Context: an optimization exercise on an open-source flow, tuned for small area, a short achievable clock period and few clock cycles per item. The choices shown serve that exercise and are no tape-out recipe. The RTL was checked by simulation tests, not by an equivalence proof against the original design.

[config.mk]
export PLATFORM = sky130hd
export DESIGN_NAME = aes_cell
export DESIGN_NICKNAME = aes_cell
export VERILOG_FILES = /design/flow/design.v
export SDC_FILE = /design/flow/constraint.sdc
export NUM_CORES = 8
export LEC_CHECK = 0
export CAP_MARGIN = 20
export CORE_MARGIN = 2
export CORE_UTILIZATION = 40
export PLACE_DENSITY = 0.6
export SLEW_MARGIN = 20
[constraint.sdc]
create_clock -name core_clock -period 12.0 [get_ports {clk}]
set_input_delay 2.4000 -clock core_clock [delete_from_list [all_inputs] [get_ports {clk}]]
set_output_delay 2.4000 -clock core_clock [all_outputs]
set_load 0.01 [all_outputs]
[design.v]
module aes_sbox_a (
    input  wire [7:0]  a,
    output wire [17:0] m      
);
    wire U0, U1, U2, U3, U4, U5, U6, U7;
    wire T1, T2, T3, T4, T5, T6, T7, T8, T9, T10, T11, T12, T13, T14, T15, T16, T17, T18, T19, T20, T21, T22, T23, T24, T25, T26, T27, M1, M2, M3, M4, M5, M6, M7, M8, M9, M10, M11, M12, M13, M14, M15, M16, M17, M18, M19, M20, M21, M22, M23, M24, M25, M26, M27, M28, M29, M30, M31, M32, M33, M34, M35, M36, M37, M38, M39, M40, M41, M42, M43, M44, M45, M46, M47, M48, M49, M50, M51, M52, M53, M54, M55, M56, M57, M58, M59, M60, M61, M62, M63;
    assign {U0, U1, U2, U3, U4, U5, U6, U7} = a;
    assign T1 = U0 ^ U3;
    assign T2 = U0 ^ U5;
    assign T3 = U0 ^ U6;
    assign T4 = U3 ^ U5;
    assign T5 = U4 ^ U6;
    assign T6 = T1 ^ T5;
    assign T7 = U1 ^ U2;
    assign T8 = U7 ^ T6;
    assign T9 = U7 ^ T7;
    assign T10 = T6 ^ T7;
    assign T11 = U1 ^ U5;
    assign T12 = U2 ^ U5;
    assign T13 = T3 ^ T4;
    assign T14 = T6 ^ T11;
    assign T15 = T5 ^ T11;
    assign T16 = T5 ^ T12;
    assign T17 = T9 ^ T16;
    assign T18 = U3 ^ U7;
    assign T19 = T7 ^ T18;
    assign T20 = T1 ^ T19;
    assign T21 = U6 ^ U7;
    assign T22 = T7 ^ T21;
    assign T23 = T2 ^ T22;
    assign T24 = T2 ^ T10;
    assign T25 = T20 ^ T17;
    assign T26 = T3 ^ T16;
    assign T27 = T1 ^ T12;
    assign M1 = T13 & T6;
    assign M2 = T23 & T8;
    assign M3 = T14 ^ M1;
    assign M4 = T19 & U7;
    assign M5 = M4 ^ M1;
    assign M6 = T3 & T16;
    assign M7 = T22 & T9;
    assign M8 = T26 ^ M6;
    assign M9 = T20 & T17;
    assign M10 = M9 ^ M6;
    assign M11 = T1 & T15;
    assign M12 = T4 & T27;
    assign M13 = M12 ^ M11;
    assign M14 = T2 & T10;
    assign M15 = M14 ^ M11;
    assign M16 = M3 ^ M2;
    assign M17 = M5 ^ T24;
    assign M18 = M8 ^ M7;
    assign M19 = M10 ^ M15;
    assign M20 = M16 ^ M13;
    assign M21 = M17 ^ M15;
    assign M22 = M18 ^ M13;
    assign M23 = M19 ^ T25;
    assign M24 = M22 ^ M23;
    assign M25 = M22 & M20;
    assign M26 = M21 ^ M25;
    assign M27 = M20 ^ M21;
    assign M28 = M23 ^ M25;
    assign M29 = M28 & M27;
    assign M30 = M26 & M24;
    assign M31 = M20 & M23;
    assign M32 = M27 & M31;
    assign M33 = M27 ^ M25;
    assign M34 = M21 & M22;
    assign M35 = M24 & M34;
    assign M36 = M24 ^ M25;
    assign M37 = M21 ^ M29;
    assign M38 = M32 ^ M33;
    assign M39 = M23 ^ M30;
    assign M40 = M35 ^ M36;
    assign M41 = M38 ^ M40;
    assign M42 = M37 ^ M39;
    assign M43 = M37 ^ M38;
    assign M44 = M39 ^ M40;
    assign M45 = M42 ^ M41;
    assign M46 = M44 & T6;
    assign M47 = M40 & T8;
    assign M48 = M39 & U7;
    assign M49 = M43 & T16;
    assign M50 = M38 & T9;
    assign M51 = M37 & T17;
    assign M52 = M42 & T15;
    assign M53 = M45 & T27;
    assign M54 = M41 & T10;
    assign M55 = M44 & T13;
    assign M56 = M40 & T23;
    assign M57 = M39 & T19;
    assign M58 = M43 & T3;
    assign M59 = M38 & T22;
    assign M60 = M37 & T20;
    assign M61 = M42 & T1;
    assign M62 = M45 & T4;
    assign M63 = M41 & T2;
    assign m = {M46, M47, M48, M49, M50, M51, M52, M53, M54, M55, M56, M57, M58, M59, M60, M61, M62, M63};
endmodule
module aes_sbox_b (
    input  wire [17:0] m,
    output wire [7:0]  ye
);
    wire M46, M47, M48, M49, M50, M51, M52, M53, M54, M55, M56, M57, M58, M59, M60, M61, M62, M63;
    assign {M46, M47, M48, M49, M50, M51, M52, M53, M54, M55, M56, M57, M58, M59, M60, M61, M62, M63} = m;
    wire L0, L1, L2, L3, L4, L5, L6, L7, L8, L9, L10, L11, L12, L13, L14, L15, L16, L17, L18, L19, L20, L21, L22, L23, L24, L25, L26, L27, L28, L29, S0, S1, S2, S3, S4, S5, S6, S7;
    assign L0 = M61 ^ M62;
    assign L1 = M50 ^ M56;
    assign L2 = M46 ^ M48;
    assign L3 = M47 ^ M55;
    assign L4 = M54 ^ M58;
    assign L5 = M49 ^ M61;
    assign L6 = M62 ^ L5;
    assign L7 = M46 ^ L3;
    assign L8 = M51 ^ M59;
    assign L9 = M52 ^ M53;
    assign L10 = M53 ^ L4;
    assign L11 = M60 ^ L2;
    assign L12 = M48 ^ M51;
    assign L13 = M50 ^ L0;
    assign L14 = M52 ^ M61;
    assign L15 = M55 ^ L1;
    assign L16 = M56 ^ L0;
    assign L17 = M57 ^ L1;
    assign L18 = M58 ^ L8;
    assign L19 = M63 ^ L4;
    assign L20 = L0 ^ L1;
    assign L21 = L1 ^ L7;
    assign L22 = L3 ^ L12;
    assign L23 = L18 ^ L2;
    assign L24 = L15 ^ L9;
    assign L25 = L6 ^ L10;
    assign L26 = L7 ^ L9;
    assign L27 = L8 ^ L10;
    assign L28 = L11 ^ L14;
    assign L29 = L11 ^ L17;
    assign S0 = L6 ^ L24;
    assign S1 = ~(L16 ^ L26);
    assign S2 = ~(L19 ^ L28);
    assign S3 = L6 ^ L21;
    assign S4 = L20 ^ L22;
    assign S5 = L25 ^ L29;
    assign S6 = ~(L13 ^ L27);
    assign S7 = ~(L6 ^ L23);
    assign ye = {S0, S1, S2, S3, S4, S5, S6, S7};
endmodule
module aes_sbox_bd (
    input  wire [17:0] m,
    output wire [7:0]  ye,
    output wire [7:0]  yd
);
    wire M46, M47, M48, M49, M50, M51, M52, M53, M54, M55, M56, M57, M58, M59, M60, M61, M62, M63;
    assign {M46, M47, M48, M49, M50, M51, M52, M53, M54, M55, M56, M57, M58, M59, M60, M61, M62, M63} = m;
    wire L0, L1, L2, L3, L4, L5, L6, L7, L8, L9, L10, L11, L12, L13, L14, L15, L16, L17, L18, L19, L20, L21, L22, L23, L24, L25, L26, L27, L28, L29, S0, S1, S2, S3, S4, S5, S6, S7;
    assign L0 = M61 ^ M62;
    assign L1 = M50 ^ M56;
    assign L2 = M46 ^ M48;
    assign L3 = M47 ^ M55;
    assign L4 = M54 ^ M58;
    assign L5 = M49 ^ M61;
    assign L6 = M62 ^ L5;
    assign L7 = M46 ^ L3;
    assign L8 = M51 ^ M59;
    assign L9 = M52 ^ M53;
    assign L10 = M53 ^ L4;
    assign L11 = M60 ^ L2;
    assign L12 = M48 ^ M51;
    assign L13 = M50 ^ L0;
    assign L14 = M52 ^ M61;
    assign L15 = M55 ^ L1;
    assign L16 = M56 ^ L0;
    assign L17 = M57 ^ L1;
    assign L18 = M58 ^ L8;
    assign L19 = M63 ^ L4;
    assign L20 = L0 ^ L1;
    assign L21 = L1 ^ L7;
    assign L22 = L3 ^ L12;
    assign L23 = L18 ^ L2;
    assign L24 = L15 ^ L9;
    assign L25 = L6 ^ L10;
    assign L26 = L7 ^ L9;
    assign L27 = L8 ^ L10;
    assign L28 = L11 ^ L14;
    assign L29 = L11 ^ L17;
    assign S0 = L6 ^ L24;
    assign S1 = ~(L16 ^ L26);
    assign S2 = ~(L19 ^ L28);
    assign S3 = L6 ^ L21;
    assign S4 = L20 ^ L22;
    assign S5 = L25 ^ L29;
    assign S6 = ~(L13 ^ L27);
    assign S7 = ~(L6 ^ L23);
    assign ye = {S0, S1, S2, S3, S4, S5, S6, S7};
    assign yd[7] = M49 ^ M51 ^ M52 ^ M54 ^ M58 ^ M59 ^ M61 ^ M62;
    assign yd[6] = M47 ^ M48 ^ M49 ^ M50 ^ M52 ^ M54 ^ M55 ^ M56 ^ M59 ^ M60 ^ M61 ^ M63;
    assign yd[5] = M47 ^ M48 ^ M49 ^ M50 ^ M52 ^ M54 ^ M56 ^ M57 ^ M58 ^ M60 ^ M61 ^ M62;
    assign yd[4] = M46 ^ M48 ^ M52 ^ M54 ^ M58 ^ M59 ^ M61 ^ M62;
    assign yd[3] = M46 ^ M48 ^ M50 ^ M51 ^ M52 ^ M53 ^ M56 ^ M57 ^ M58 ^ M59 ^ M61 ^ M63;
    assign yd[2] = M46 ^ M47 ^ M50 ^ M51 ^ M52 ^ M54 ^ M58 ^ M59 ^ M61 ^ M62;
    assign yd[1] = M49 ^ M50 ^ M52 ^ M53 ^ M58 ^ M59 ^ M61 ^ M62;
    assign yd[0] = M55 ^ M57 ^ M61 ^ M63;
endmodule
module aes_ain (
    input  wire [7:0] a,
    output wire [7:0] y
);
    assign y[7] = a[6] ^ a[4] ^ a[1];
    assign y[6] = a[5] ^ a[3] ^ a[0];
    assign y[5] = a[7] ^ a[4] ^ a[2];
    assign y[4] = a[6] ^ a[3] ^ a[1];
    assign y[3] = a[5] ^ a[2] ^ a[0];
    assign y[2] = ~(a[7] ^ a[4] ^ a[1]);
    assign y[1] = a[6] ^ a[3] ^ a[0];
    assign y[0] = ~(a[7] ^ a[5] ^ a[2]);
endmodule
module aes_mc (input wire [31:0] a, output wire [31:0] y);
    wire t0, t1, t2, t3, t4, t5, t6, t7, t8, t9, t10, t11, t12, t13, t14, t15, t16, t17, t18, t19, t20, t21, t22, t23, t24, t25, t26, t27, t28, t29, t30, t31, t32, t33, t34, t35, t36, t37, t38, t39, t40, t41, t42, t43, t44, t45, t46, t47, t48, t49, t50, t51, t52, t53, t54, t55, t56, t57, t58, t59, t60, t61, t62, t63, t64, t65, t66, t67, t68, t69, t70, t71, t72, t73, t74, t75, t76, t77, t78, t79, t80, t81, t82, t83, t84, t85, t86, t87, t88, t89, t90, t91, t92, t93, t94, t95, t96, t97, t98, t99, t100, t101, t102, t103, t104, t105, t106, t107;
    assign t0 = a[31] ^ a[7];
    assign t1 = a[15] ^ a[23];
    assign t2 = a[15] ^ a[7];
    assign t3 = a[23] ^ a[31];
    assign t4 = a[16] ^ a[24];
    assign t5 = a[17] ^ a[25];
    assign t6 = a[10] ^ a[18];
    assign t7 = a[11] ^ a[19];
    assign t8 = a[2] ^ a[26];
    assign t9 = a[12] ^ a[20];
    assign t10 = a[27] ^ a[3];
    assign t11 = a[13] ^ a[21];
    assign t12 = a[28] ^ a[4];
    assign t13 = a[14] ^ a[22];
    assign t14 = a[29] ^ a[5];
    assign t15 = a[30] ^ a[6];
    assign t16 = a[0] ^ a[8];
    assign t17 = a[1] ^ a[9];
    assign t18 = a[8] ^ t0;
    assign t19 = t4 ^ t18;
    assign t20 = a[0] ^ a[24];
    assign t21 = a[9] ^ t0;
    assign t22 = t20 ^ t5;
    assign t23 = t21 ^ t22;
    assign t24 = a[1] ^ a[25];
    assign t25 = a[26] ^ t24;
    assign t26 = t6 ^ t25;
    assign t27 = a[27] ^ t0;
    assign t28 = t7 ^ t8;
    assign t29 = t27 ^ t28;
    assign t30 = a[28] ^ t0;
    assign t31 = t10 ^ t9;
    assign t32 = t30 ^ t31;
    assign t33 = a[29] ^ t11;
    assign t34 = t12 ^ t33;
    assign t35 = a[30] ^ t13;
    assign t36 = t14 ^ t35;
    assign t37 = a[31] ^ t1;
    assign t38 = t15 ^ t37;
    assign t39 = a[0] ^ t2;
    assign t40 = t4 ^ t39;
    assign t41 = a[1] ^ t16;
    assign t42 = t2 ^ t5;
    assign t43 = t41 ^ t42;
    assign t44 = a[18] ^ t17;
    assign t45 = t8 ^ t44;
    assign t46 = a[10] ^ a[19];
    assign t47 = a[2] ^ t10;
    assign t48 = t2 ^ t46;
    assign t49 = t47 ^ t48;
    assign t50 = a[11] ^ a[20];
    assign t51 = a[3] ^ t12;
    assign t52 = t2 ^ t50;
    assign t53 = t51 ^ t52;
    assign t54 = a[12] ^ a[21];
    assign t55 = a[4] ^ t14;
    assign t56 = t54 ^ t55;
    assign t57 = a[13] ^ a[22];
    assign t58 = a[5] ^ t15;
    assign t59 = t57 ^ t58;
    assign t60 = a[14] ^ a[23];
    assign t61 = a[6] ^ t0;
    assign t62 = t60 ^ t61;
    assign t63 = a[24] ^ t1;
    assign t64 = t16 ^ t63;
    assign t65 = a[16] ^ a[25];
    assign t66 = a[8] ^ t1;
    assign t67 = t17 ^ t65;
    assign t68 = t66 ^ t67;
    assign t69 = a[10] ^ a[17];
    assign t70 = a[9] ^ t69;
    assign t71 = t8 ^ t70;
    assign t72 = a[11] ^ t1;
    assign t73 = t10 ^ t6;
    assign t74 = t72 ^ t73;
    assign t75 = a[12] ^ t1;
    assign t76 = t12 ^ t7;
    assign t77 = t75 ^ t76;
    assign t78 = a[13] ^ t14;
    assign t79 = t9 ^ t78;
    assign t80 = a[14] ^ t11;
    assign t81 = t15 ^ t80;
    assign t82 = a[15] ^ t0;
    assign t83 = t13 ^ t82;
    assign t84 = a[16] ^ t16;
    assign t85 = t3 ^ t84;
    assign t86 = a[17] ^ t17;
    assign t87 = t3 ^ t4;
    assign t88 = t86 ^ t87;
    assign t89 = a[2] ^ t5;
    assign t90 = t6 ^ t89;
    assign t91 = a[18] ^ a[26];
    assign t92 = a[3] ^ t3;
    assign t93 = t7 ^ t91;
    assign t94 = t92 ^ t93;
    assign t95 = a[19] ^ a[27];
    assign t96 = a[4] ^ t3;
    assign t97 = t9 ^ t95;
    assign t98 = t96 ^ t97;
    assign t99 = a[20] ^ a[28];
    assign t100 = a[5] ^ t11;
    assign t101 = t99 ^ t100;
    assign t102 = a[21] ^ a[29];
    assign t103 = a[6] ^ t102;
    assign t104 = t13 ^ t103;
    assign t105 = a[22] ^ a[30];
    assign t106 = a[7] ^ t1;
    assign t107 = t105 ^ t106;
    assign y[0] = t19;
    assign y[1] = t23;
    assign y[2] = t26;
    assign y[3] = t29;
    assign y[4] = t32;
    assign y[5] = t34;
    assign y[6] = t36;
    assign y[7] = t38;
    assign y[8] = t40;
    assign y[9] = t43;
    assign y[10] = t45;
    assign y[11] = t49;
    assign y[12] = t53;
    assign y[13] = t56;
    assign y[14] = t59;
    assign y[15] = t62;
    assign y[16] = t64;
    assign y[17] = t68;
    assign y[18] = t71;
    assign y[19] = t74;
    assign y[20] = t77;
    assign y[21] = t79;
    assign y[22] = t81;
    assign y[23] = t83;
    assign y[24] = t85;
    assign y[25] = t88;
    assign y[26] = t90;
    assign y[27] = t94;
    assign y[28] = t98;
    assign y[29] = t101;
    assign y[30] = t104;
    assign y[31] = t107;
endmodule
module aes_imc_ain (input wire [31:0] a, output wire [31:0] y);
    wire t0, t1, t2, t3, t4, t5, t6, t7, t8, t9, t10, t11, t12, t13, t14, t15, t16, t17, t18, t19, t20, t21, t22, t23, t24, t25, t26, t27, t28, t29, t30, t31, t32, t33, t34, t35, t36, t37, t38, t39, t40, t41, t42, t43, t44, t45, t46, t47, t48, t49, t50, t51, t52, t53, t54, t55, t56, t57, t58, t59, t60, t61, t62, t63, t64, t65, t66, t67, t68, t69, t70, t71, t72, t73, t74, t75, t76, t77, t78, t79, t80, t81, t82, t83, t84, t85, t86, t87, t88, t89, t90, t91, t92, t93, t94, t95, t96, t97, t98, t99, t100, t101, t102, t103, t104, t105, t106, t107, t108, t109, t110, t111, t112, t113, t114, t115, t116, t117, t118, t119, t120, t121, t122, t123, t124, t125, t126, t127, t128, t129, t130, t131, t132, t133, t134, t135, t136, t137, t138, t139, t140, t141, t142, t143, t144, t145, t146, t147, t148, t149, t150, t151, t152, t153, t154, t155, t156, t157, t158, t159, t160, t161, t162, t163, t164, t165, t166, t167, t168, t169, t170, t171, t172, t173, t174, t175, t176, t177, t178, t179, t180, t181, t182, t183, t184, t185, t186, t187, t188, t189, t190, t191, t192, t193, t194, t195, t196, t197, t198, t199, t200, t201, t202, t203, t204, t205, t206, t207, t208, t209, t210, t211, t212, t213, t214, t215, t216, t217, t218, t219, t220, t221, t222, t223, t224, t225, t226, t227, t228, t229, t230, t231, t232, t233;
    assign t0 = a[2] ^ a[5];
    assign t1 = a[26] ^ a[29];
    assign t2 = a[18] ^ a[21];
    assign t3 = a[10] ^ a[13];
    assign t4 = a[15] ^ a[31];
    assign t5 = a[3] ^ a[6];
    assign t6 = a[27] ^ a[30];
    assign t7 = a[19] ^ a[22];
    assign t8 = a[23] ^ a[7];
    assign t9 = a[11] ^ a[14];
    assign t10 = a[16] ^ a[20];
    assign t11 = a[0] ^ a[4];
    assign t12 = a[24] ^ a[28];
    assign t13 = a[12] ^ a[8];
    assign t14 = a[1] ^ t0;
    assign t15 = a[25] ^ t1;
    assign t16 = a[9] ^ t3;
    assign t17 = a[17] ^ t2;
    assign t18 = t4 ^ t5;
    assign t19 = t6 ^ t8;
    assign t20 = t11 ^ t7;
    assign t21 = t12 ^ t9;
    assign t22 = a[12] ^ t14;
    assign t23 = a[20] ^ t16;
    assign t24 = t10 ^ t17;
    assign t25 = a[25] ^ a[30];
    assign t26 = a[17] ^ a[22];
    assign t27 = t11 ^ t6;
    assign t28 = t20 ^ t4;
    assign t29 = t21 ^ t8;
    assign t30 = a[1] ^ a[6];
    assign t31 = a[11] ^ t13;
    assign t32 = t13 ^ t5;
    assign t33 = a[4] ^ t15;
    assign t34 = a[9] ^ t2;
    assign t35 = t7 ^ t9;
    assign t36 = a[14] ^ t12;
    assign t37 = a[0] ^ a[19];
    assign t38 = a[13] ^ a[29];
    assign t39 = t10 ^ t18;
    assign t40 = a[14] ^ a[3];
    assign t41 = t1 ^ t26;
    assign t42 = a[23] ^ a[24];
    assign t43 = a[25] ^ a[8];
    assign t44 = t43 ^ t5;
    assign t45 = t14 ^ t44;
    assign t46 = t1 ^ t10;
    assign t47 = t16 ^ t27;
    assign t48 = a[1] ^ a[28];
    assign t49 = t3 ^ t9;
    assign t50 = a[21] ^ a[5];
    assign t51 = a[27] ^ a[8];
    assign t52 = a[22] ^ a[6];
    assign t53 = t0 ^ t25;
    assign t54 = a[0] ^ a[31];
    assign t55 = a[15] ^ a[16];
    assign t56 = a[16] ^ a[9];
    assign t57 = t17 ^ t32;
    assign t58 = a[5] ^ t13;
    assign t59 = a[6] ^ t19;
    assign t60 = t12 ^ t7;
    assign t61 = a[23] ^ t25;
    assign t62 = t37 ^ t38;
    assign t63 = t61 ^ t62;
    assign t64 = t22 ^ t39;
    assign t65 = t63 ^ t64;
    assign t66 = a[20] ^ a[30];
    assign t67 = t11 ^ t40;
    assign t68 = t66 ^ t14;
    assign t69 = t41 ^ t67;
    assign t70 = t68 ^ t69;
    assign t71 = t2 ^ t42;
    assign t72 = t14 ^ t18;
    assign t73 = t27 ^ t71;
    assign t74 = t72 ^ t73;
    assign t75 = a[31] ^ a[7];
    assign t76 = t12 ^ t75;
    assign t77 = t20 ^ t76;
    assign t78 = t45 ^ t77;
    assign t79 = a[4] ^ a[9];
    assign t80 = t79 ^ t8;
    assign t81 = t46 ^ t80;
    assign t82 = t45 ^ t81;
    assign t83 = a[16] ^ a[2];
    assign t84 = a[3] ^ a[31];
    assign t85 = t83 ^ t84;
    assign t86 = t41 ^ t85;
    assign t87 = t47 ^ t86;
    assign t88 = a[22] ^ a[29];
    assign t89 = t11 ^ t48;
    assign t90 = t5 ^ t88;
    assign t91 = t17 ^ t19;
    assign t92 = t49 ^ t89;
    assign t93 = t90 ^ t91;
    assign t94 = t92 ^ t93;
    assign t95 = a[18] ^ a[29];
    assign t96 = a[30] ^ t95;
    assign t97 = t96 ^ t22;
    assign t98 = t28 ^ t29;
    assign t99 = t97 ^ t98;
    assign t100 = a[31] ^ t30;
    assign t101 = t50 ^ t51;
    assign t102 = t100 ^ t101;
    assign t103 = t102 ^ t23;
    assign t104 = t29 ^ t103;
    assign t105 = a[28] ^ t52;
    assign t106 = t105 ^ t16;
    assign t107 = t31 ^ t53;
    assign t108 = t106 ^ t107;
    assign t109 = t1 ^ t54;
    assign t110 = t8 ^ t9;
    assign t111 = t109 ^ t110;
    assign t112 = t16 ^ t32;
    assign t113 = t111 ^ t112;
    assign t114 = a[1] ^ a[7];
    assign t115 = t114 ^ t13;
    assign t116 = t55 ^ t9;
    assign t117 = t115 ^ t116;
    assign t118 = t117 ^ t47;
    assign t119 = a[12] ^ a[17];
    assign t120 = t119 ^ t3;
    assign t121 = t4 ^ t56;
    assign t122 = t120 ^ t121;
    assign t123 = t14 ^ t21;
    assign t124 = t122 ^ t123;
    assign t125 = a[10] ^ a[11];
    assign t126 = a[24] ^ a[7];
    assign t127 = t125 ^ t126;
    assign t128 = t127 ^ t53;
    assign t129 = t128 ^ t57;
    assign t130 = a[30] ^ t18;
    assign t131 = t34 ^ t35;
    assign t132 = t58 ^ t130;
    assign t133 = t131 ^ t33;
    assign t134 = t132 ^ t133;
    assign t135 = a[26] ^ t58;
    assign t136 = t135 ^ t23;
    assign t137 = t28 ^ t59;
    assign t138 = t136 ^ t137;
    assign t139 = a[28] ^ a[7];
    assign t140 = t139 ^ t38;
    assign t141 = t40 ^ t56;
    assign t142 = t140 ^ t141;
    assign t143 = t17 ^ t142;
    assign t144 = t28 ^ t143;
    assign t145 = a[14] ^ a[19];
    assign t146 = a[30] ^ a[4];
    assign t147 = t145 ^ t146;
    assign t148 = t3 ^ t30;
    assign t149 = t147 ^ t148;
    assign t150 = t149 ^ t24;
    assign t151 = a[7] ^ a[8];
    assign t152 = t0 ^ t10;
    assign t153 = t151 ^ t4;
    assign t154 = t152 ^ t153;
    assign t155 = t17 ^ t35;
    assign t156 = t154 ^ t155;
    assign t157 = a[15] ^ a[9];
    assign t158 = t10 ^ t157;
    assign t159 = t42 ^ t7;
    assign t160 = t158 ^ t159;
    assign t161 = t160 ^ t57;
    assign t162 = a[17] ^ a[20];
    assign t163 = a[24] ^ a[25];
    assign t164 = t162 ^ t163;
    assign t165 = t2 ^ t8;
    assign t166 = t16 ^ t164;
    assign t167 = t165 ^ t20;
    assign t168 = t166 ^ t167;
    assign t169 = a[15] ^ a[18];
    assign t170 = t10 ^ t169;
    assign t171 = t30 ^ t37;
    assign t172 = t15 ^ t170;
    assign t173 = t171 ^ t49;
    assign t174 = t172 ^ t173;
    assign t175 = a[13] ^ a[17];
    assign t176 = t175 ^ t35;
    assign t177 = t46 ^ t176;
    assign t178 = t22 ^ t59;
    assign t179 = t177 ^ t178;
    assign t180 = a[13] ^ a[14];
    assign t181 = a[2] ^ a[28];
    assign t182 = t13 ^ t180;
    assign t183 = t181 ^ t18;
    assign t184 = t182 ^ t19;
    assign t185 = t183 ^ t184;
    assign t186 = t24 ^ t185;
    assign t187 = a[15] ^ a[24];
    assign t188 = t187 ^ t26;
    assign t189 = t50 ^ t188;
    assign t190 = t19 ^ t31;
    assign t191 = t189 ^ t190;
    assign t192 = t33 ^ t191;
    assign t193 = a[12] ^ a[27];
    assign t194 = t193 ^ t52;
    assign t195 = t15 ^ t194;
    assign t196 = t34 ^ t36;
    assign t197 = t195 ^ t196;
    assign t198 = t3 ^ t55;
    assign t199 = t15 ^ t19;
    assign t200 = t198 ^ t60;
    assign t201 = t199 ^ t200;
    assign t202 = a[17] ^ a[23];
    assign t203 = t10 ^ t202;
    assign t204 = t54 ^ t6;
    assign t205 = t15 ^ t203;
    assign t206 = t204 ^ t21;
    assign t207 = t205 ^ t206;
    assign t208 = a[0] ^ a[17];
    assign t209 = t13 ^ t2;
    assign t210 = t208 ^ t4;
    assign t211 = t48 ^ t6;
    assign t212 = t15 ^ t209;
    assign t213 = t210 ^ t211;
    assign t214 = t212 ^ t213;
    assign t215 = a[14] ^ a[23];
    assign t216 = a[26] ^ a[9];
    assign t217 = t2 ^ t215;
    assign t218 = t216 ^ t51;
    assign t219 = t14 ^ t217;
    assign t220 = t218 ^ t60;
    assign t221 = t219 ^ t220;
    assign t222 = a[21] ^ a[25];
    assign t223 = t0 ^ t222;
    assign t224 = t6 ^ t7;
    assign t225 = t18 ^ t223;
    assign t226 = t224 ^ t36;
    assign t227 = t225 ^ t226;
    assign t228 = t23 ^ t227;
    assign t229 = a[10] ^ a[21];
    assign t230 = a[22] ^ t229;
    assign t231 = t230 ^ t29;
    assign t232 = t33 ^ t39;
    assign t233 = t231 ^ t232;
    assign y[0] = ~t65;
    assign y[1] = t70;
    assign y[2] = ~t74;
    assign y[3] = t78;
    assign y[4] = t82;
    assign y[5] = t87;
    assign y[6] = t94;
    assign y[7] = t99;
    assign y[8] = ~t104;
    assign y[9] = t108;
    assign y[10] = ~t113;
    assign y[11] = t118;
    assign y[12] = t124;
    assign y[13] = t129;
    assign y[14] = t134;
    assign y[15] = t138;
    assign y[16] = ~t144;
    assign y[17] = t150;
    assign y[18] = ~t156;
    assign y[19] = t161;
    assign y[20] = t168;
    assign y[21] = t174;
    assign y[22] = t179;
    assign y[23] = t186;
    assign y[24] = ~t192;
    assign y[25] = t197;
    assign y[26] = ~t201;
    assign y[27] = t207;
    assign y[28] = t214;
    assign y[29] = t221;
    assign y[30] = t228;
    assign y[31] = t233;
endmodule
module aes_sbox_bk (
    input  wire [17:0] m,      
    input  wire [7:0]  k,
    output wire [7:0]  ye,
    output wire [7:0]  ydk
);
    wire M46, M47, M48, M49, M50, M51, M52, M53, M54, M55, M56, M57, M58, M59, M60, M61, M62, M63;
    assign {M46, M47, M48, M49, M50, M51, M52, M53, M54, M55, M56, M57, M58, M59, M60, M61, M62, M63} = m;
    wire L0, L1, L2, L3, L4, L5, L6, L7, L8, L9, L10, L11, L12, L13, L14, L15, L16, L17, L18, L19, L20, L21, L22, L23, L24, L25, L26, L27, L28, L29, S0, S1, S2, S3, S4, S5, S6, S7;
    assign L0 = M61 ^ M62;
    assign L1 = M50 ^ M56;
    assign L2 = M46 ^ M48;
    assign L3 = M47 ^ M55;
    assign L4 = M54 ^ M58;
    assign L5 = M49 ^ M61;
    assign L6 = M62 ^ L5;
    assign L7 = M46 ^ L3;
    assign L8 = M51 ^ M59;
    assign L9 = M52 ^ M53;
    assign L10 = M53 ^ L4;
    assign L11 = M60 ^ L2;
    assign L12 = M48 ^ M51;
    assign L13 = M50 ^ L0;
    assign L14 = M52 ^ M61;
    assign L15 = M55 ^ L1;
    assign L16 = M56 ^ L0;
    assign L17 = M57 ^ L1;
    assign L18 = M58 ^ L8;
    assign L19 = M63 ^ L4;
    assign L20 = L0 ^ L1;
    assign L21 = L1 ^ L7;
    assign L22 = L3 ^ L12;
    assign L23 = L18 ^ L2;
    assign L24 = L15 ^ L9;
    assign L25 = L6 ^ L10;
    assign L26 = L7 ^ L9;
    assign L27 = L8 ^ L10;
    assign L28 = L11 ^ L14;
    assign L29 = L11 ^ L17;
    assign S0 = L6 ^ L24;
    assign S1 = ~(L16 ^ L26);
    assign S2 = ~(L19 ^ L28);
    assign S3 = L6 ^ L21;
    assign S4 = L20 ^ L22;
    assign S5 = L25 ^ L29;
    assign S6 = ~(L13 ^ L27);
    assign S7 = ~(L6 ^ L23);
    assign ye = {S0, S1, S2, S3, S4, S5, S6, S7};
    wire q0, q1, q2, q3, q4, q5, q6, q7, q8, q9, q10, q11, q12, q13, q14, q15, q16, q17, q18, q19, q20, q21, q22, q23, q24, q25, q26, q27, q28, q29, q30, q31, q32, q33, q34, q35, q36, q37, q38, q39, q40, q41, q42, q43, q44, q45, q46;
    assign q0 = M52 ^ M61;
    assign q1 = M58 ^ q0;
    assign q2 = M59 ^ q1;
    assign q3 = M54 ^ M62;
    assign q4 = M47 ^ M50;
    assign q5 = M48 ^ M56;
    assign q6 = M49 ^ q3;
    assign q7 = M55 ^ M63;
    assign q8 = M59 ^ q5;
    assign q9 = M60 ^ q4;
    assign q10 = M46 ^ q3;
    assign q11 = M50 ^ M53;
    assign q12 = k[7] ^ M51;
    assign q13 = q12 ^ q6;
    assign q14 = q13 ^ q2;
    assign q15 = k[6] ^ M49;
    assign q16 = M54 ^ q0;
    assign q17 = q15 ^ q7;
    assign q18 = q16 ^ q17;
    assign q19 = q8 ^ q9;
    assign q20 = q18 ^ q19;
    assign q21 = k[5] ^ M57;
    assign q22 = q21 ^ q5;
    assign q23 = q1 ^ q22;
    assign q24 = q6 ^ q9;
    assign q25 = q23 ^ q24;
    assign q26 = k[4] ^ M48;
    assign q27 = q26 ^ q10;
    assign q28 = q2 ^ q27;
    assign q29 = k[3] ^ M46;
    assign q30 = M51 ^ M57;
    assign q31 = M63 ^ q11;
    assign q32 = q29 ^ q30;
    assign q33 = q1 ^ q31;
    assign q34 = q32 ^ q8;
    assign q35 = q33 ^ q34;
    assign q36 = k[2] ^ M51;
    assign q37 = q36 ^ q4;
    assign q38 = q10 ^ q37;
    assign q39 = q2 ^ q38;
    assign q40 = k[1] ^ M49;
    assign q41 = M62 ^ q11;
    assign q42 = q40 ^ q41;
    assign q43 = q2 ^ q42;
    assign q44 = k[0] ^ M57;
    assign q45 = M61 ^ q44;
    assign q46 = q7 ^ q45;
    assign ydk[7] = q14;
    assign ydk[6] = q20;
    assign ydk[5] = q25;
    assign ydk[4] = q28;
    assign ydk[3] = q35;
    assign ydk[2] = q39;
    assign ydk[1] = q43;
    assign ydk[0] = q46;
endmodule
module aes_cell (
    input  wire         clk,
    input  wire         rst,           
    input  wire         in_valid,
    output wire         in_ready,
    input  wire         in_decrypt,    
    input  wire         in_key256,     
    input  wire [255:0] in_key,
    input  wire [127:0] in_block,
    output reg          out_valid,
    output reg  [127:0] out_block
);
    function [7:0] xt;
        input [7:0] a;
        xt = {a[6:0], 1'b0} ^ (a[7] ? 8'h1b : 8'h00);
    endfunction
    function [7:0] xtinv;       
        input [7:0] a;
        xtinv = a[0] ? ({1'b1, a[7:1]} ^ 8'h0d) : {1'b0, a[7:1]};
    endfunction
    function [127:0] shiftrows;
        input [127:0] s;
        integer i;
        begin
            for (i = 0; i < 16; i = i + 1)
                shiftrows[127 - 8 * i -: 8] = s[127 - 8 * ((i % 4) + 4 * (((i / 4) + (i % 4)) % 4)) -: 8];
        end
    endfunction
    function [127:0] invshiftrows;
        input [127:0] s;
        integer i;
        begin
            for (i = 0; i < 16; i = i + 1)
                invshiftrows[127 - 8 * i -: 8] = s[127 - 8 * ((i % 4) + 4 * (((i / 4) + 4 - (i % 4)) % 4)) -: 8];
        end
    endfunction
    reg  [127:0] q_st, q_kt;
    reg  [255:0] q_kw;
    reg  [31:0]  q_ks;
    reg          q_busy, q_dec, q_k256, q_pre, q_ark, q_par;
    reg  [3:0]   q_cnt;
    reg  [7:0]   q_rc;
    reg  [1:0]   q_tag;
    reg  [287:0] p_m;           
    reg  [71:0]  p_km;          
    reg  [255:0] p_kw;
    reg          p_busy, p_dec, p_k256, p_pre, p_ark, p_par;
    reg  [3:0]   p_cnt;
    reg  [7:0]   p_rc;
    reg  [1:0]   p_tag;
    genvar g;
    wire [127:0] x1 = q_st ^ q_kt;
    wire [287:0] m1;
    wire [71:0]  km1;
    generate
        for (g = 0; g < 16; g = g + 1) begin : g_s1
            aes_sbox_a u_sa (.a(x1[127 - 8 * g -: 8]), .m(m1[287 - 18 * g -: 18]));
        end
        for (g = 0; g < 4; g = g + 1) begin : g_k1
            aes_sbox_a u_ka (.a(q_ks[31 - 8 * g -: 8]), .m(km1[71 - 18 * g -: 18]));
        end
    endgenerate
    always @(posedge clk) begin
        p_m    <= {m1[287:128], q_pre ? q_st : m1[127:0]};
        p_km   <= km1;
        p_kw   <= q_kw;
        p_dec  <= q_dec;
        p_k256 <= q_k256;
        p_pre  <= q_pre;
        p_ark  <= q_ark;
        p_par  <= q_par;
        p_cnt  <= q_cnt;
        p_rc   <= q_rc;
        p_tag  <= q_tag;
    end
    wire [127:0] sbe;           
    wire [127:0] dk;            
    wire [31:0]  ks_sub;
    generate
        for (g = 0; g < 16; g = g + 1) begin : g_s2
            aes_sbox_bk u_sb (.m(p_m[287 - 18 * g -: 18]), .k(p_kw[255 - 8 * g -: 8]),
                              .ye(sbe[127 - 8 * g -: 8]), .ydk(dk[127 - 8 * g -: 8]));
        end
        for (g = 0; g < 4; g = g + 1) begin : g_k2
            aes_sbox_b u_kb (.m(p_km[71 - 18 * g -: 18]), .ye(ks_sub[31 - 8 * g -: 8]));
        end
    endgenerate
    wire [31:0] h0 = p_kw[255:224], h1 = p_kw[223:192], h2 = p_kw[191:160], h3 = p_kw[159:128];
    wire [31:0] l0 = p_kw[127:96],  l1 = p_kw[95:64],   l2 = p_kw[63:32],   l3 = p_kw[31:0];
    wire [31:0] ks_t = p_par ? {ks_sub[23:16] ^ p_rc, ks_sub[15:0], ks_sub[31:24]} : ks_sub;
    wire [31:0] h01 = h0 ^ h1, h012 = h01 ^ h2, h0123 = h012 ^ h3;
    wire [127:0] kf = {h0 ^ ks_t, h01 ^ ks_t, h012 ^ ks_t, h0123 ^ ks_t};
    wire [31:0] b0 = p_k256 ? l0 : h0, b1 = p_k256 ? l1 : h1, b2 = p_k256 ? l2 : h2, b3 = p_k256 ? l3 : h3;
    wire [127:0] kb = {b0 ^ ks_t, b1 ^ b0, b2 ^ b1, b3 ^ b2};
    wire [127:0] mc, dnext_s;
    generate
        for (g = 0; g < 4; g = g + 1) begin : g_mix
            aes_mc      u_mc  (.a(sbe[127 - 32 * g -: 32]), .y(mc[127 - 32 * g -: 32]));
            aes_imc_ain u_imc (.a(dk[127 - 32 * g -: 32]),  .y(dnext_s[127 - 32 * g -: 32]));
        end
    endgenerate
    wire [127:0] dnext = invshiftrows(dnext_s);
    wire [127:0] lo_s = invshiftrows(p_kw[127:0]);
    wire [127:0] lo_a0;
    generate
        for (g = 0; g < 16; g = g + 1) begin : g_ain
            aes_ain u_ain (.a(lo_s[127 - 8 * g -: 8]), .y(lo_a0[127 - 8 * g -: 8]));
        end
    endgenerate
    wire [127:0] lo_a = lo_a0 ^ {16{8'h05}};
    wire [127:0] in_s = invshiftrows(in_block);
    wire [127:0] in_a;
    generate
        for (g = 0; g < 16; g = g + 1) begin : g_ain_in
            aes_ain u_ain (.a(in_s[127 - 8 * g -: 8]), .y(in_a[127 - 8 * g -: 8]));
        end
    endgenerate
    wire last    = (p_cnt == (p_k256 ? 4'd14 : 4'd10));
    wire lastpre = (p_cnt == (p_k256 ? 4'd13 : 4'd10));
    wire fin     = p_busy && !p_pre && last;    
    wire q_last  = (q_cnt == (q_k256 ? 4'd14 : 4'd10));
    reg    rdy;
    assign in_ready = rdy;
    wire   accept   = in_ready && in_valid;
    always @(posedge clk) begin
        if (in_ready) begin
            q_st   <= in_decrypt ? in_a : shiftrows(in_block);
            q_kt   <= shiftrows(in_key[255:128]);
            q_kw   <= {in_key[255:128], in_key256 ? in_key[127:0] : in_key[255:128]};
            q_ks   <= in_key256 ? in_key[31:0] : in_key[159:128];
            q_dec  <= in_decrypt;
            q_k256 <= in_key256;
            q_pre  <= in_decrypt;
            q_ark  <= 1'b0;
            q_par  <= 1'b1;
            q_cnt  <= 4'd1;
            q_rc   <= 8'h01;
            q_tag  <= wr_tag;
        end else begin
            q_dec  <= p_dec;
            q_k256 <= p_k256;
            q_tag  <= p_tag;
            q_cnt  <= p_cnt + 4'd1;
            q_par  <= p_k256 ? !p_par : p_par;
            q_pre  <= p_pre;
            q_ark  <= p_ark;
            q_rc   <= p_rc;
            q_kw   <= p_kw;
            q_st   <= p_m[127:0];
            q_kt   <= 128'h0;
            if (p_pre && p_ark) begin
                q_kt  <= lo_a;
                q_pre <= 1'b0;
                q_ark <= 1'b0;
                q_cnt <= 4'd1;
                q_par <= 1'b1;
                q_ks  <= p_k256 ? h3 : (h3 ^ h2);
            end else if (p_pre) begin
                q_kw <= (p_k256 || lastpre) ? {p_kw[127:0], kf} : {kf, kf};
                q_ks <= kf[31:0];
                if (lastpre) begin
                    q_ark <= 1'b1;
                    if (!p_k256) q_rc <= xtinv(p_rc);
                end else if (p_par) begin
                    q_rc <= xt(p_rc);
                end
            end else if (p_dec) begin
                q_kw <= {kb, p_kw[255:128]};
                q_ks <= p_k256 ? (l3 ^ l2) : (h3 ^ h1);
                if (p_par) q_rc <= xtinv(p_rc);
                q_st <= dnext;
            end else begin
                q_kw <= p_k256 ? {p_kw[127:0], kf} : {kf, kf};
                q_kt <= shiftrows(p_k256 ? p_kw[127:0] : kf);
                q_ks <= kf[31:0];
                if (p_par) q_rc <= xt(p_rc);
                q_st <= shiftrows(mc);
            end
        end
    end
    reg  [127:0] rb0, rb1;
    reg  [1:0]   rb_v;
    reg  [1:0]   rb0_tag, rb1_tag;
    reg  [1:0]   rd_tag, wr_tag;
    reg  [1:0]   n_open;        
    wire [127:0] res   = p_dec ? dk : (sbe ^ (p_k256 ? p_kw[127:0] : kf));
    wire         byp   = fin && (p_tag == rd_tag);
    wire         from_rb = rd_tag[0] ? (rb_v[1] && rb1_tag == rd_tag) : (rb_v[0] && rb0_tag == rd_tag);
    wire         load  = byp || from_rb;
    wire [1:0]   n_open_nx = n_open + (accept ? 2'd1 : 2'd0) - (load ? 2'd1 : 2'd0);
    always @(posedge clk) begin
        out_block <= byp ? res : (rd_tag[0] ? rb1 : rb0);
        if (fin && !byp && !p_tag[0]) begin rb0 <= res; rb0_tag <= p_tag; end
        if (fin && !byp &&  p_tag[0]) begin rb1 <= res; rb1_tag <= p_tag; end
    end
    always @(posedge clk) begin
        if (rst) begin
            q_busy    <= 1'b0;
            p_busy    <= 1'b0;
            rb_v      <= 2'b00;
            rd_tag    <= 2'd0;
            wr_tag    <= 2'd0;
            n_open    <= 2'd0;
            rdy       <= 1'b1;
            out_valid <= 1'b0;
        end else begin
            p_busy    <= q_busy;
            q_busy    <= in_ready ? in_valid : (p_busy && !fin);
            if (accept) wr_tag <= wr_tag + 2'd1;
            if (load)   rd_tag <= rd_tag + 2'd1;
            out_valid <= load;
            n_open    <= n_open_nx;
            rdy       <= (!q_busy || (!q_pre && q_last)) && (n_open_nx != 2'd3);
            rb_v      <= (rb_v & ~((!byp && from_rb) ? (rd_tag[0] ? 2'b10 : 2'b01) : 2'b00))
                              | ((fin && !byp) ? (p_tag[0] ? 2'b10 : 2'b01) : 2'b00);
        end
    end
endmodule
[flow/run.sh]
#!/bin/bash
# Own layout flow: the standard ORFS flow, except that
#  - synthesis maps the combinational logic with the ABC script in
#    flow/abc.script instead of ORFS's, and
#  - repair_timing aims for the setup margin in flow/margin.txt (ns below the
#    12 ns clock), so that the design is sized for a shorter achieved period.
# The clock period, SDC and everything else are the standard flow's.
set -euo pipefail
W=$PWD
MARGIN=$(cat "$W/flow/margin.txt")
cat > "$W/own_synth.tcl" <<EOF2
proc abc {args} {
  set i [lsearch -exact \$args -script]
  if {\$i >= 0} { set args [lreplace \$args [expr {\$i + 1}] [expr {\$i + 1}] $W/flow/abc.script] }
  puts "own_synth: abc with \$args"
  yosys abc {*}\$args
}
source $W/synth_recipe.tcl
EOF2
sed "s#SYNTH_SCRIPT=[^ ]*#SYNTH_SCRIPT=$W/own_synth.tcl#" standard.sh > own_standard.sh
grep -q "own_synth.tcl" own_standard.sh
bash own_standard.sh SETUP_SLACK_MARGIN=$MARGIN finish > "$W/flow_make.log" 2>&1
[flow/abc.script]
&get -n
&st
&dch
&nf
&put
[flow/margin.txt]
8.0
[standard.sh]
#!/bin/bash
# synth_recipe.tcl (not shown) runs the flow's synth.tcl, then flattens the netlist and writes it again
# the make line also repeats each setting of config.mk as NAME=value (left out here)
make -C /OpenROAD-flow-scripts/flow DESIGN_CONFIG=/design/flow/config.mk WORK_HOME=/design/flow/orfs CLKGATE_MAP_FILE= SYNTH_SCRIPT=/design/flow/synth_recipe.tcl "${@:-finish}"
==> summary.txt, run 1 <==
WL/cell 32.41 um; row count 189; Yosys top cell area share 0.2513; Yosys cell types 51; CP Launch Point p_m[218]$_DFF_P_; FF-to-FF End q_st[1]$_DFF_P_; Arr. time, crit path 4.95 ns; Worst R2R Path Depth 12; period utilization 0.3475; Seq cells post-synth 1598; Setup TNS Final 0 ns; syn nets roughly 12k; Async SR Flop Fraction 0; startpoint types register; initial antenna violation count 52; DRC 0; count of final hold-check violations 0; Reg clk slew, reported paths 0.06 ns; largest net degree at the start of global routing about 160; cts bufs inserted 194; reg-to-reg startpoint p_m[218]$_DFF_P_; Bufs on Longest Clock Path 4; Slew @ Worst Pin 1.359 ns; Overall Global Routing Usage 0.3730; share of cells above drive strength 1 0.1104; worst min path class reg -> reg; gr ovfl total 0; 1st-iter DRT viols 12.52k; Gate Count Post-Synth around 11k; outcome finished clean; port bufs just over 500; register area share after synthesis 0.3246; nets@finish 12.88k; Chip Width 520.2 um; relative slew slack 0.08803; starting density of the core 0.4020; Setup Skew 0.09056 ns; gpl congestion 1.059; DPL Wire Length 412.6 mm; Crit Path Max Fanout 4; Avg Vias per Cell 5.795; die height 520.2 um; cell accounting for the most synthesized area dfxtp_1; clock sink count 1598; Area Growth Syn to Fin 22.81%; Core ar. 0.2651 mm^2; DRT antenna net count 0; Skew-Pair Late Insertion Delay 0.93 ns; average size of a mapped cell 9.368 um^2; WP data required 12.78 ns; total die area about 0.27 mm^2; placed cell count roughly 16k; RSZ-0062 raised after global routing yes; Critical Path Sink q_st[1]$_DFF_P_; Final Setup Violations 0; vias in the first global route 89.50k; CP endpoint kind register; root buf cell clkbuf_16; final cell count without fillers 16.18k; Syn. warnings 1; htree depth 4; Max Fclk 0.2398 GHz; flop2flop setup slack 7.83 ns; first-pass GRT wire length 713.7 mm; DR pass1 iterations 9; vias 93.77k; Main synth FF type dfxtp_1; critical path class reg -> reg; Max Cap Viol 0; fin crit period 4.170 ns; Post-Syn Area 0.1066 mm^2; Post-synth EDFFs 260; Routed WL 524.4 mm; final slew viol count 0; CTS tree yes; I/O pins 519; Area contributors post-synth dfxtp_1 25%, xnor2_1 22%, xor2_1 11%
==> sequential cells by signal (all words and copies together) (netlist names), 8 cells and up <==
name and cells:
p_kw 256, rb0 128, q_rc 8, q_st 128, out_block 128, q_kt 128
q_kw 256, p_m 288, rb1 128, p_km 72, q_ks 32, p_rc 8
==> metal layers <==
layer | GRT usage | share of wire | up-vias | wire length, um
met5 | 0 | 0.00045 | - | 235
met4 | 0.2751 | 0.089 | 38 | 46870
met3 | 0.08551 | 0.10 | 1226 | 52930
met2 | 0.5504 | 0.42 | 5497 | 219300
met1 | 0.4759 | 0.39 | 45659 | 205100
li1 | - | - | 41351 | -
==> cells by family after synthesis <==
group	share of synthesized area
multiplexers	0.02634
buffers and inverters	0.002008
AO/OA/AOI/OAI	0.1579
flip-flops	0.3246
XOR/XNOR	0.4060
AND/OR/NAND/NOR	0.07792
adder cells (fa/ha/maj)	0.005166
==> Yosys cell counts, types with 22 or more instances <==
master / instances
a211o_1: 28
a211oi_1: 41
a21boi_0: 30
a21o_1: 23
a21oi_1: 901
a2bb2oi_1: 90
a32o_1: 47
and2_0: 81
clkinv_1: 57
dfxtp_1: 1338
edfxtp_1: 260
ha_1: 44
mux2i_1: 267
nand2_1: 1016
nand2b_1: 79
nand3_1: 22
nor2_1: 586
nor2b_1: 63
nor3_1: 126
o21a_1: 57
o21ai_0: 1503
o22ai_1: 38
o31ai_1: 135
xnor2_1: 2674
xnor3_1: 305
xor2_1: 1382
xor3_1: 37
==> final cells by class <==
cell class | count | area, um^2
clock inverter | 92 | 977.2
clock buffer | 255 | 5428
multi-input combinational | 9721 | 77000
timing repair buffer | 879 | 8001
antenna | 45 | 112.6
sequential | 1598 | 34720
inverter | 57 | 231.5
tap | 3533 | 4420
fill | 24733 | 134200
==> cells in the final DEF (no fill, tap or decap), types with 47 or more instances in the layout <==
cell | Yosys | final
a32o_1 | 47 | 47
o21a_1 | 57 | 52
clkdlybuf4s50_1 | 0 | 387
xnor3_1 | 305 | 252
o21ai_0 | 1503 | 1419
edfxtp_1 | 260 | 260
o31ai_1 | 135 | 131
o21ai_1 | 0 | 56
clkinv_1 | 57 | 62
a2bb2oi_1 | 90 | 90
clkbuf_16 | 0 | 198
nor2b_1 | 63 | 63
xor2_2 | 0 | 113
dlygate4sd2_1 | 0 | 126
xor2_1 | 1382 | 1220
xnor3_2 | 0 | 49
xnor2_2 | 0 | 216
xor2_4 | 0 | 49
nor3_1 | 126 | 124
xnor2_1 | 2674 | 2412
a21oi_1 | 901 | 864
nand2b_1 | 79 | 79
dfxtp_1 | 1338 | 1251
nor2_1 | 586 | 580
and2_0 | 81 | 79
dfxtp_2 | 0 | 79
nand2_1 | 1016 | 1010
buf_4 | 0 | 329
mux2i_1 | 267 | 237
==> critical path, stage by stage (launching register included) <==
cell	delay [ns]
dfxtp_1	0.50
xnor3_1	0.51
xor2_1	0.20
xnor3_1	0.70
buf_4	0.34
xnor2_1	0.21
xnor2_1	0.19
xnor2_1	0.13
xnor2_2	0.39
nand2_1	0.14
a21oi_2	0.52
a21oi_1	0.07
o21ai_0	0.17
==> how the worst min path moves through the flow <==
stage | from | end | slack (ns) | cells past startpoint
finish | q_kw[190]$_DFF_P_ | p_kw[190]$_DFF_P_ | 0.27 | 0
global route | q_kw[248]$_DFF_P_ | p_kw[248]$_DFF_P_ | 0.27 | 0
CTS | q_kw[248]$_DFF_P_ | p_kw[248]$_DFF_P_ | 0.27 | 0
detailed placement | q_kw[127]$_DFF_P_ | p_kw[127]$_DFF_P_ | 0.31 | 0
global placement | q_kw[248]$_DFF_P_ | p_kw[248]$_DFF_P_ | 0.31 | 0
floorplan | q_dec$_DFF_P_ | p_dec$_DFF_P_ | 0.31 | 0
==> stage by stage <==
step / util / setup WS, ns / hold WS, ns / instance area, um^2
after floorplan: - / -0.4635 / 0.3089 / 106600
after global placement: 0.4479 / 6.462 / 0.3099 / 118700
after detailed placement: 0.4481 / 6.824 / 0.3121 / 118800
after CTS: 0.4832 / 7.766 / 0.2700 / 128100
after global routing: 0.4937 / 7.822 / 0.2718 / 130900
final: 0.4938 / 7.830 / 0.2671 / 130900
==> what timing repair did <==
action / in CTS / in global routing
pin swaps: 21 / 45
setup endpoints to repair: 703 / 420
buffers inserted: 23 / 48
resized for setup: 659 / 374
hold buffers: 0 / 0
Testbench counts, summed over its fixed seeds: cycles 48,720, items 3,200.
==> inputs of run 2 (changes only) <==
==> flow/abc.script (replaced) <==
strash
dch
map -a
--- a/config.mk
+++ b/config.mk
@@ -8,5 +8,7 @@
 export CAP_MARGIN = 20
 export CORE_MARGIN = 2
 export CORE_UTILIZATION = 40
+export CTS_BUF_LIST = sky130_fd_sc_hd__clkbuf_8
+export CTS_CLUSTER_SIZE = 24
 export PLACE_DENSITY = 0.6
 export SLEW_MARGIN = 20
==> run 2 against run 1 <==
Setup slack better by 0.031 ns. Critical path depth down 11. Clock skew up 0.0049 ns. Synthesized cell count up 24%. Non-clock buffer count up 66. Via count up 16%. Synthesized area up 1.6%. Utilization up 0.60 points. Final area up 3.1%. Largest cell class unchanged. Highest routed layer unchanged.
==> summary.txt, run 2 <==
Routed WL 572.2 mm; CP delay by family, top flip-flops; reg-to-reg startpoint rdy$_SDFF_PP1_; die height approximately 520 um; Max Cap Viol 0; I/O pins 519; share of cells above drive strength 1 0.1624; most common cell after layout, fill and taps aside nand2_1; commonest cells after routing, fill and taps aside 1997 x nand2_1, 1844 x xor2_1, 1378 x o21ai_0, 1307 x xnor2_1, 1208 x clkinv_1; cell accounting for the most synthesized area dfxtp_1; Yosys top cell area share 0.2473; cts bufs inserted 298; row count 191; critical path cell sequence buf_6; Avg Vias per Cell 5.667; WP data required ~9.6 ns; DR pass1 iterations 6; Post-synth EDFFs 260; port bufs 518; clock sink count roughly 1.6k; count leader, synth nand2_1; Main synth FF type dfxtp_1; largest net degree at the start of global routing 133; Biggest register p_m; total die area 0.2749 mm^2; period utilization 0.3449; outcome finished clean; most common library cells after synthesis 2202 x nand2_1, 2151 x xor2_1, 1522 x o21ai_0; final slew viol count 0; syn nets around 15k; nets@finish 15.83k; Setup Skew 0.09543 ns; FF-to-FF End q_kw[9]$_DFF_P_; gr ovfl total 0; Top Registers p_m: 288 flops, p_kw: 256 flops, q_kw: 256 flops; fin util 0.4998; Yosys cell types 44; Crit Path Max Fanout 1; crit path buf inv count 1; relative slew slack 0.07101; CTS tree yes; Final Setup Violations 0; Setup TNS Final 0 ns; average size of a mapped cell 7.652 um^2; Seq cells post-synth 1598; count of final hold-check violations 0; Area Growth Syn to Fin 24.63%; Max Fclk 0.2416 GHz; Core ar. around 0.27 mm^2; Gate Count Post-Synth 14.15k; htree depth 5; Slew @ Worst Pin approximately 1.4 ns; 1st-iter DRT viols 14.60k; starting density of the core 0.4010; Syn. warnings 1; startpoint types register; vias in the first global route 98.08k; RSZ-0062 raised after global routing yes; Worst Hold Depth 0; DRC 0; Arr. time, crit path 1.74 ns; Critical Path Sink out_block[18]; CP endpoint kind primary output; gpl congestion 1.092; max FFs per register 288; WL/cell approximately 30 um; Layout fillers 26.68k; critical path depth 1; Overall Global Routing Usage 0.3975; Area contributors post-synth dfxtp_1 25%, xor2_1 17%, xnor2_1 12%; root buf cell clkbuf_8; initial antenna violation count 60; worst min path class reg -> reg; flop2flop setup slack 7.91 ns; Slowest cell on crit path dfxtp_4; DRT antenna net count 0; Async SR Flop Fraction 0; Chip Width between 500 and 600 um; DPL Wire Length 449.3 mm; Post-Syn Area 0.1083 mm^2; Worst R2R Path Depth 9; vias 109.1k; register area share after synthesis 0.3194; CP max stage delay 0.47 ns; fin crit period 4.139 ns; CP Launch Point out_block[18]$_DFF_P_; Skew-Pair Late Insertion Delay 1.15 ns; critical path class reg -> out; first-pass GRT wire length slightly below 800 mm; Reg clk slew, reported paths roughly 0.060 ns; Bufs on Longest Clock Path 4
[run 2: cell count changes in the layout (fill, tap and decap cells not counted), sizes merged, moves of 261 or more]
cell and delta:
mux2i -265, nor2 +570, clkinv +1185, nand3 +261, nand2 +1186, xnor3 -305
or2 +346, xnor2 -1180, xor2 +769
[run 2: through the flow]
stage               hold WS, ns  cells  instance area (um^2)  worst slack [ns]
floorplan                0.3089  14153                108400            -3.401
global placement         0.3096  18434                119800             6.441
detailed placement       0.3121  18435                119800             6.646
global route             0.3058  19230                134900             7.810
finish                   0.2868  19249                135000             7.861
CTS                      0.2813  19056                130200             7.847
[run 2: final cells by class]
type,instances,area [um^2],area share
antenna,40,100.1,0.0007416
timing repair inverter,1,11.26,0.00008344
multi-input combinational,11266,75640,0.5604
clock buffer,351,4831,0.03579
timing repair buffer,945,8282,0.06136
sequential,1598,34890,0.2585
inverter,1289,5067,0.03755
tap,3570,4467,0.03310
clock inverter,189,1674,0.01240
[run 2: routing by layer]
metal / track usage / share of wire / vias up
met2: 0.5648 / 0.40 / 6607
met1: 0.5345 / 0.41 / 51639
li1: - / - / 49439
met4: 0.2557 / 0.080 / 12
met3: 0.09715 / 0.11 / 1386
met5: 0 / 0.00012 / -
[run 2: how the worst min path moves through the flow]
stage / from / to / slack (ns)
after CTS: q_kw[16]$_DFF_P_ / p_kw[16]$_DFF_P_ / 0.28
after detailed placement: q_kw[218]$_DFF_P_ / p_kw[218]$_DFF_P_ / 0.31
after global placement: q_kw[154]$_DFF_P_ / p_kw[154]$_DFF_P_ / 0.31
after floorplan: q_dec$_DFF_P_ / p_dec$_DFF_P_ / 0.31
after global routing: q_kw[253]$_DFF_P_ / p_kw[253]$_DFF_P_ / 0.31
final: q_kw[253]$_DFF_P_ / p_kw[253]$_DFF_P_ / 0.29
[run 2: cells by family (layout without fill, tap and decap cells)]
| family | after synthesis | after routing | share of synthesized area |
|---|---|---|---|
| AND/OR/NAND/NOR | 4077 | 4077 | 0.1544 |
| XOR/XNOR | 3645 | 3645 | 0.2948 |
| AO/OA/AOI/OAI | 3498 | 3498 | 0.1814 |
| flip-flops | 1598 | 1598 | 0.3194 |
| buffers and inverters | 1289 | 2775 | 0.04468 |
| adder cells (fa/ha/maj) | 44 | 44 | 0.005084 |
| multiplexers | 2 | 2 | 0.0001849 |
| other | 0 | 40 | 0 |
[run 2: repair_timing]
| action | CTS | global route |
|---|---|---|
| hold buffers | 0 | 0 |
| pin swaps | 79 | 180 |
| setup endpoints to repair | 1051 | 604 |
| buffers inserted | 81 | 152 |
| gates cloned | 0 | 1 |
| resized for setup | 1349 | 713 |
==> inputs of run 3 (changes only) <==
--- a/config.mk
+++ b/config.mk
@@ -8,7 +8,5 @@
 export CAP_MARGIN = 20
 export CORE_MARGIN = 2
 export CORE_UTILIZATION = 40
-export CTS_BUF_LIST = sky130_fd_sc_hd__clkbuf_8
-export CTS_CLUSTER_SIZE = 24
 export PLACE_DENSITY = 0.6
 export SLEW_MARGIN = 20
==> run 3 against run 2 <==
Maximum frequency rose by 1.2%. Cell count fell by 1.2%. Clock skew down 0.024 ns. Final area down 0.16%. Sequential share of layout area hardly changed. Synthesized cell count unchanged. Largest cell class unchanged.
==> summary.txt, run 3 <==
outcome finished clean; Yosys top cell area share 0.2473; Crit Path Max Fanout 3; Overall Global Routing Usage 0.3963; Syn. warnings 1; period utilization 0.3409; die height 524.3 um; initial antenna violation count 62; gr ovfl total 0; count leader, synth nand2_1; DRT antenna net count 0; Reg clk slew, reported paths 0.06 ns; RSZ-0062 raised after global routing yes; Critical Path Sink q_st[49]$_DFF_P_; register area share after synthesis 0.3194; critical path class reg -> reg; Biggest register p_m; htree depth 4; row count roughly 190; Main synth FF type dfxtp_1; Async SR Flop Fraction 0; Avg Vias per Cell 5.672; worst min path class reg -> reg; Post-CTS Hold Fix Bufs 0; Seq cells post-synth 1598; DR pass1 iterations 7; Setup TNS Final 0 ns; flop2flop setup slack 7.91 ns; startpoint types register; gpl congestion around 1.1; WP data required about 13 ns; Skew-Pair Late Insertion Delay 0.93 ns; Slew @ Worst Pin approximately 1.3 ns; starting density of the core 0.4010; commonest cells after routing, fill and taps aside 1988 x nand2_1, 1852 x xor2_1, 1378 x o21ai_0, 1313 x xnor2_1, 1211 x dfxtp_1; Routed WL between 500 and 600 mm; max FFs per register 288; Final Setup Violations 0; Bufs on Longest Clock Path 4; Max Cap Viol 0; Yosys cell types 44; port bufs around 520; average size of a mapped cell 7.652 um^2; Post-Syn Area 0.1083 mm^2; Post-synth EDFFs 260; most common cell after layout, fill and taps aside nand2_1; vias in the first global route 96.94k; most common library cells after synthesis 2202 x nand2_1, 2151 x xor2_1, 1522 x o21ai_0; root buf cell clkbuf_16; Area contributors post-synth dfxtp_1 25%, xor2_1 17%, xnor2_1 12%; Setup Skew 0.07108 ns; Gate Count Post-Synth roughly 14k; Area Growth Syn to Fin 24.42%; total die area about 0.27 mm^2; first-pass GRT wire length ~770 mm; Top Registers p_m: 288 flops, p_kw: 256 flops, q_kw: 256 flops; Arr. time, crit path 4.91 ns; share of cells above drive strength 1 0.1428; fin crit period ~4.1 ns; vias between 100k and 150k; count of final hold-check violations 0; DPL Wire Length 449.3 mm; I/O pins 519; FF-to-FF End q_st[49]$_DFF_P_; Chip Width around 520 um; Worst R2R Path Depth 10; cell accounting for the most synthesized area dfxtp_1; Max Fclk approximately 0.24 GHz; largest net degree at the start of global routing ~130; DRC 0; clock sink count around 1.6k; final slew viol count 0; 1st-iter DRT viols about 15k; nets@finish 15.69k; reg-to-reg startpoint p_m[22]$_DFF_P_; Core ar. ~0.27 mm^2; WL/cell 29.93 um; Worst Hold Depth 0; CTS tree yes; relative slew slack 0.1388; syn nets approximately 15k; cts bufs inserted 186; CP endpoint kind register; CP Launch Point p_m[22]$_DFF_P_
-- run 3: worst min path at each step --
stage / startpoint / endpoint
floorplan: q_dec$_DFF_P_ / p_dec$_DFF_P_
global placement: q_kw[154]$_DFF_P_ / p_kw[154]$_DFF_P_
detailed placement: q_kw[218]$_DFF_P_ / p_kw[218]$_DFF_P_
CTS: q_kw[16]$_DFF_P_ / p_kw[16]$_DFF_P_
global route: q_kw[16]$_DFF_P_ / p_kw[16]$_DFF_P_
finish: q_kw[16]$_DFF_P_ / p_kw[16]$_DFF_P_
-- run 3: logic make-up (layout without fill, tap and decap cells) --
logic type / count (synthesis) / after routing / synth area share
AOI/OAI and AO/OA: 3498 / 3498 / 0.1814
buffers and inverters: 1289 / 2553 / 0.04468
xor gates and xnor gates: 3645 / 3645 / 0.2948
DFF: 1598 / 1598 / 0.3194
muxes: 2 / 2 / 0.0001849
adders and majority gates: 44 / 44 / 0.005084
other: 0 / 34 / 0
and+or+nand+nor: 4077 / 4077 / 0.1544
-- run 3: layout make-up --
cell class	count	area [um^2]
diodes	34	85.08
clock buffers	259	5310
clock inverters	87	1104
fillers	26521	135300
inverters	1289	5057
multi-input cells	11266	75570
flip-flops and latches	1598	34830
well taps	3570	4467
repair buffers	917	8309
repair inverters	1	11.26
-- run 3: worst max-delay path, cell delays in order, from the launching register on --
cell and delay (ns):
dfxtp_1 0.53, buf_4 0.27, xnor2_1 0.21, xor2_1 0.22, xor2_1 0.19, xor2_1 0.65, clkinv_1 0.51, xor2_1 0.32
o21ai_0 0.67, a22oi_1 0.20, o22ai_1 0.20
-- run 3: what timing repair did --
item                       in CTS  in global routing
resized for setup             941                685
buffers inserted               74                131
pin swaps                      73                156
setup endpoints to repair    1059                599
cloned                          0                  1
-- run 3: layer usage --
metal	global-route usage	part of all wire
met1	0.5360	0.40
met2	0.5593	0.40
met3	0.08993	0.11
met4	0.2658	0.080
met5	0	0.00030
-- run 3: stage by stage --
step	worst slack (ns)	instance area, um^2	util	hold slack [ns]	cells
final	7.909	134700	0.4990	0.3161	19021
after global routing	7.899	134700	0.4988	0.3183	19009
after CTS	7.800	130400	0.4828	0.3088	18855
after detailed placement	6.646	119800	0.4436	0.3121	18435
after global placement	6.441	119800	0.4435	0.3096	18434
after floorplan	-3.401	108400	-	0.3089	14153

[afterwards: timing with drivers on the ports]
The results above use ideal ports. As a check the final layouts listed here were re-extracted and re-timed, cells and wires unchanged.
Step 1: set_driving_cell puts a clkbuf_16 on clk and a buf_2 on each other input, an assumption about the parent block.
Step 2, shift: input delay + t, output delay - t, t = (earliest + latest rising clock arrival at the registers) / 2. This alone moves slack from input paths to output paths.
a / b / c = no drivers / after step 1 / after step 2; a / b = the first two.
| run | shift t [ns] | slack for setup (ns) | worst setup path after step 2 | pins driven straight from the clock port |
|---|---|---|---|---|
| run 1 | 1.002 | 7.830 / 7.830 / 7.060 | input to register | 1 |
| run 2 | 1.202 | 7.861 / 7.754 / 6.873 | input to register | 1 |
| run 3 | 1.003 | 7.909 / 7.908 / 7.082 | input to register | 1 |
After both steps every run listed still meets setup and hold. For run 2, which loses most, drivers alone change the setup slack by -0.107 ns; drivers and shift together by -0.988 ns.
